Source: an optimization exercise on an open RTL-to-GDS flow (aim: small area and a short achievable clock period). Production flows keep margins and buffers that such runs may drop. In this exercise RTL edits were held to simulation tests only and were not proved equivalent to the original.

==> 03-24 <==
## chk_unit
module chk_unit (
    input  wire        clk,
    input  wire        rst,           
    input  wire        wr_cfg,        
    input  wire        wr_init,       
    input  wire        wr_value,      
    input  wire [31:0] wdata,
    input  wire        s_valid,
    input  wire [63:0] s_data,        
    input  wire [2:0]  s_nbm1,        
    input  wire        s_last,        
    input  wire        s_check,       
    output wire [1:0]  code,
    output wire [31:0] value,
    output wire [31:0] result,
    output wire        residue_ok,
    output wire [15:0] fail_cnt,
    output wire [15:0] refused_cnt
);
    function [31:0] width_mask(input [1:0] c);
        case (c)
            2'd0, 2'd1: width_mask = 32'hFFFF_FFFF;
            2'd2:       width_mask = 32'h0000_FFFF;
            default:    width_mask = 32'h0000_00FF;
        endcase
    endfunction
    function [31:0] init_value(input [1:0] c);
        case (c)
            2'd0, 2'd1: init_value = 32'hFFFF_FFFF;
            2'd2:       init_value = 32'h0000_FFFF;
            default:    init_value = 32'h0000_0000;
        endcase
    endfunction
    function [31:0] final_xor(input [1:0] c);
        case (c)
            2'd0, 2'd1: final_xor = 32'hFFFF_FFFF;
            2'd2:       final_xor = 32'h0000_FFFF;
            default:    final_xor = 32'h0000_0000;
        endcase
    endfunction
    function [31:0] residue(input [1:0] c);
        case (c)
            2'd0:    residue = 32'hDEBB_20E3;
            2'd1:    residue = 32'hB798_B438;
            2'd2:    residue = 32'h0000_F0B8;
            default: residue = 32'h0000_0000;
        endcase
    endfunction
    reg [1:0]  code_q;
    reg [31:0] value_q;
    reg [15:0] fail_q;
    reg [15:0] refused_q;
    reg  [3:0] chk_q;         
    wire [63:0] z    = s_data ^ {32'd0, value_q};
    wire [2:0]  sh   = ~s_nbm1;
    reg  [63:0] y;
    integer k, s;
    always @* begin
        y = 64'd0;
        for (k = 0; k < 8; k = k + 1)
            for (s = 0; s <= k; s = s + 1)
                if (sh == s)
                    y[8*k +: 8] = y[8*k +: 8] | z[8*(k-s) +: 8];
    end
  ...
Settings: LEC_CHECK=0, CAP_MARGIN=20, CORE_MARGIN=2, CORE_UTILIZATION=62, GPL_TIMING_DRIVEN=0, SETUP_SLACK_MARGIN=2, SLEW_MARGIN=40, DONT_USE_CELLS=sky130_fd_sc_hd__xor3_1 sky130_fd_sc_hd__xor3_2 sky130_fd_sc_hd__xor3_4 sky130_fd_sc_hd__xnor3_1 sky130_fd_sc_hd__xnor3_2 sky130_fd_sc_hd__xnor3_4 sky130_fd_sc_hd__xnor2_2 sky130_fd_sc_hd__xnor2_4 sky130_fd_sc_hd__xor2_2 sky130_fd_sc_hd__xor2_4, BUFFER_PORTS_ARGS=-buffer_cell sky130_fd_sc_hd__buf_1; clock period 25.0 ns.
standard.sh (not shown) runs the stock make flow with config.mk's settings and CLKGATE_MAP_FILE= SYNTH_SCRIPT=/design/flow/synth_recipe.tcl, a recipe that flattens the netlist after the stock synthesis.
==> flow/flow/run.sh <==
#!/bin/bash
# Standard layout (the standard.sh) with these changes:
#  - no three-input XOR cells (two XOR2 are smaller than one XOR3 here), and
#    XOR2 cells only in their smallest size (synthesis upsizes them for a
#    delay target far below the clock period);
#  - ports buffered with the smallest buffer instead of a delay buffer;
#  - the timing repair aims for more setup slack than the design's margin.
set -euo pipefail
cat >> config.mk <<'EOC'
export DONT_USE_CELLS = sky130_fd_sc_hd__xor3_1 sky130_fd_sc_hd__xor3_2 sky130_fd_sc_hd__xor3_4 sky130_fd_sc_hd__xnor3_1 sky130_fd_sc_hd__xnor3_2 sky130_fd_sc_hd__xnor3_4 sky130_fd_sc_hd__xnor2_2 sky130_fd_sc_hd__xnor2_4 sky130_fd_sc_hd__xor2_2 sky130_fd_sc_hd__xor2_4
export BUFFER_PORTS_ARGS = -buffer_cell sky130_fd_sc_hd__buf_1
EOC
bash standard.sh SETUP_SLACK_MARGIN=${MARGIN:-15} finish > standard.log 2>&1
==> 12-03 (differences from 03-24) <==
Settings changed: CORE_UTILIZATION 62 to 65, GPL_TIMING_DRIVEN 0 to unset.
==> comparison <==
Of 12-03 and 03-24, 03-24 has the higher die area (gap about 4.5%, measured against 03-24).
Between 03-24 and 12-03, the lower first-iteration DRC count is in 12-03 (gap 9.4%, measured against 12-03).
Final area: 03-24 is larger than 12-03 (3.2%).
Of 03-24 and 12-03, 12-03 has the higher core utilization (gap 2.0 points).
In 03-24 the via count is higher than in 12-03, by about 2.5%.
Between 03-24 and 12-03, the lower sequential share of layout area is in 03-24 (gap 0.25 points).
Between 12-03 and 03-24, the lower non-clock buffer count is in 12-03 (gap 100).
==> figures <==
metric                                                          12-03       03-24
Fin Clk Skew                                                  7.78 ps     11.9 ps
Routing usage on met2                                           0.788       0.799
Final period demand of the worst path                         9840 ps    10220 ps
Routability Congestion                                           1.27        1.22
Buffer and inverter count on the worst path                         4           6
Grt met1 use                                                    0.658       0.657
Worst setup path end                                       value_q[8]  value_q[4]
Slowest stage delay, CP                                        760 ps      750 ps
Hold slack final                                               524 ps      539 ps
Endpoint of the worst register-to-register path            value_q[8]  value_q[4]
Maximum net fanout on the critical path                            48          10
Reg2Reg Depth                                                      14          19
Status                               no timing/DRC/antenna violations  no timing/DRC/antenna violations
Detail Placement HPWL                                         58.8 mm     62.8 mm
Horizontal die dimension                                       159 um      163 um
Final worst-path cycle share                                    0.394       0.409
Cell depth of the worst setup path                                 15          17


==> inputs of v26 <==
Starting RTL as in the previous note.
export LEC_CHECK = 0
export CAP_MARGIN = 20
export CORE_MARGIN = 2
export CORE_UTILIZATION = 62
export SETUP_SLACK_MARGIN = 2
export SLEW_MARGIN = 40
export DONT_USE_CELLS = sky130_fd_sc_hd__xor3_1 sky130_fd_sc_hd__xor3_2 sky130_fd_sc_hd__xor3_4 sky130_fd_sc_hd__xnor3_1 sky130_fd_sc_hd__xnor3_2 sky130_fd_sc_hd__xnor3_4
export BUFFER_PORTS_ARGS = -buffer_cell sky130_fd_sc_hd__buf_1
create_clock -name core_clock -period 25.0 [get_ports {clk}]
==> flow/flow/run.sh <==
#!/bin/bash
# Standard layout (the standard.sh) with these changes:
#  - synthesis uses no three-input XOR cells (two XOR2 are smaller than one
#    XOR3 here) and XOR2 cells only in their smallest size (synthesis upsizes
#    them for a delay target far below the clock period); after synthesis the
#    XOR2 sizes are allowed again, for the timing repair to use where needed;
#  - ports buffered with the smallest buffer instead of a delay buffer;
#  - the timing repair aims for more setup slack than the design's margin.
set -euo pipefail
cp config.mk config_base.mk
XOR3="sky130_fd_sc_hd__xor3_1 sky130_fd_sc_hd__xor3_2 sky130_fd_sc_hd__xor3_4 sky130_fd_sc_hd__xnor3_1 sky130_fd_sc_hd__xnor3_2 sky130_fd_sc_hd__xnor3_4"
XOR2="sky130_fd_sc_hd__xnor2_2 sky130_fd_sc_hd__xnor2_4 sky130_fd_sc_hd__xor2_2 sky130_fd_sc_hd__xor2_4"
{ cat config_base.mk
  echo "export DONT_USE_CELLS = $XOR3 $XOR2"
  echo "export BUFFER_PORTS_ARGS = -buffer_cell sky130_fd_sc_hd__buf_1"; } > config.mk
bash standard.sh SETUP_SLACK_MARGIN=${MARGIN:-16} synth > standard_synth.log 2>&1
{ cat config_base.mk
  echo "export DONT_USE_CELLS = $XOR3"
  echo "export BUFFER_PORTS_ARGS = -buffer_cell sky130_fd_sc_hd__buf_1"; } > config.mk
bash standard.sh SETUP_SLACK_MARGIN=${MARGIN:-16} finish > standard.log 2>&1
==> v24: changes against v26 <==
==> flow/flow/run.sh (replaced) <==
#!/bin/bash
# Standard layout (the standard.sh) with these changes:
#  - no three-input XOR cells (two XOR2 are smaller than one XOR3 here), and
#    XOR2 cells only in their smallest size (synthesis upsizes them for a
#    delay target far below the clock period);
#  - ports buffered with the smallest buffer instead of a delay buffer;
#  - the timing repair aims for more setup slack than the design's margin.
set -euo pipefail
cat >> config.mk <<'EOC'
export DONT_USE_CELLS = sky130_fd_sc_hd__xor3_1 sky130_fd_sc_hd__xor3_2 sky130_fd_sc_hd__xor3_4 sky130_fd_sc_hd__xnor3_1 sky130_fd_sc_hd__xnor3_2 sky130_fd_sc_hd__xnor3_4 sky130_fd_sc_hd__xnor2_2 sky130_fd_sc_hd__xnor2_4 sky130_fd_sc_hd__xor2_2 sky130_fd_sc_hd__xor2_4
export BUFFER_PORTS_ARGS = -buffer_cell sky130_fd_sc_hd__buf_1
EOC
bash standard.sh SETUP_SLACK_MARGIN=${MARGIN:-17} finish > standard.log 2>&1
DONT_USE_CELLS = sky130_fd_sc_hd__xor3_1 sky130_fd_sc_hd__xor3_2 sky130_fd_sc_hd__xor3_4 sky130_fd_sc_hd__xnor3_1 sky130_fd_sc_hd__xnor3_2 sky130_fd_sc_hd__xnor3_4 sky130_fd_sc_hd__xnor2_2 sky130_fd_sc_hd__xnor2_4 sky130_fd_sc_hd__xor2_2 sky130_fd_sc_hd__xor2_4   (was sky130_fd_sc_hd__xor3_1 sky130_fd_sc_hd__xor3_2 sky130_fd_sc_hd__xor3_4 sky130_fd_sc_hd__xnor3_1 sky130_fd_sc_hd__xnor3_2 sky130_fd_sc_hd__xnor3_4)
==> v19: changes against v26 <==
==> flow/flow/run.sh (replaced) <==
#!/bin/bash
# Standard layout (the standard.sh) with these changes:
#  - no three-input XOR cells (two XOR2 are smaller than one XOR3 here), and
#    XOR2 cells only in their smallest size (synthesis upsizes them for a
#    delay target far below the clock period);
#  - ports buffered with the smallest buffer instead of a delay buffer;
#  - the timing repair aims for more setup slack than the design's margin.
set -euo pipefail
cat >> config.mk <<'EOC'
export DONT_USE_CELLS = sky130_fd_sc_hd__xor3_1 sky130_fd_sc_hd__xor3_2 sky130_fd_sc_hd__xor3_4 sky130_fd_sc_hd__xnor3_1 sky130_fd_sc_hd__xnor3_2 sky130_fd_sc_hd__xnor3_4 sky130_fd_sc_hd__xnor2_2 sky130_fd_sc_hd__xnor2_4 sky130_fd_sc_hd__xor2_2 sky130_fd_sc_hd__xor2_4
export BUFFER_PORTS_ARGS = -buffer_cell sky130_fd_sc_hd__buf_1
EOC
bash standard.sh SETUP_SLACK_MARGIN=${MARGIN:-16} finish > standard.log 2>&1
DONT_USE_CELLS = sky130_fd_sc_hd__xor3_1 sky130_fd_sc_hd__xor3_2 sky130_fd_sc_hd__xor3_4 sky130_fd_sc_hd__xnor3_1 sky130_fd_sc_hd__xnor3_2 sky130_fd_sc_hd__xnor3_4 sky130_fd_sc_hd__xnor2_2 sky130_fd_sc_hd__xnor2_4 sky130_fd_sc_hd__xor2_2 sky130_fd_sc_hd__xor2_4   (was sky130_fd_sc_hd__xor3_1 sky130_fd_sc_hd__xor3_2 sky130_fd_sc_hd__xor3_4 sky130_fd_sc_hd__xnor3_1 sky130_fd_sc_hd__xnor3_2 sky130_fd_sc_hd__xnor3_4)
SLEW_MARGIN = 20   (was 40)
==> comparison <==
- Between v19 and v26, the lower clock skew is in v19 (gap 0.0021 ns).
- Of v19 and v26, v19 has the higher fmax (gap about 0.8%, measured against v26).
- v19 finished clean. v24 failed in global routing (5_1_grt), error GRT-0116. v26 finished with timing, DRC and antenna clean.
- In die area, v19 and v26 do not differ.
- Worst hold slack: v19 is lower than v26 (0.0069 ns).
- In v26 the final cell count is smaller than in v19, by about 4%.

static timing again, ports no longer ideal:
Ports are ideal in the flow. The routed layouts listed here were re-timed in OpenROAD.
Step 1: set_driving_cell puts a clkbuf_16 on clk and a buf_2 on each other input, an assumption about the parent block.
Step 2 moves the port delays by t, midway between the first and last clock arrival at a register: inputs arrive t later, outputs are due t later. That takes back most of the time a late clock gives input paths.
Slacks: ideal ports / drivers / drivers and shift; pairs: ideal ports / drivers.
| run | shift t [ns] | setup WS [ns] | hold WS [ns] | worst slew at a driven data input, ns |
|---|---|---|---|---|
| 03-24 | 0.385 | 14.781 / 14.803 / 14.418 | 0.539 / 0.539 / 0.539 | 0.04 |
| 12-03 | 0.381 | 15.159 / 15.180 / 14.799 | 0.524 / 0.524 / 0.524 | 0.05 |
| v26 | 0.377 | 15.820 / 15.841 / 15.464 | 0.530 / 0.530 / 0.530 | 0.04 |
| v19 | 0.373 | 15.892 / 15.908 / 15.535 | 0.523 / 0.523 / 0.523 | 0.05 |
After both steps every run listed still meets setup and hold. The setup slack of 03-24, which loses most, moves by +0.022 ns with the drivers and by -0.363 ns with both steps.
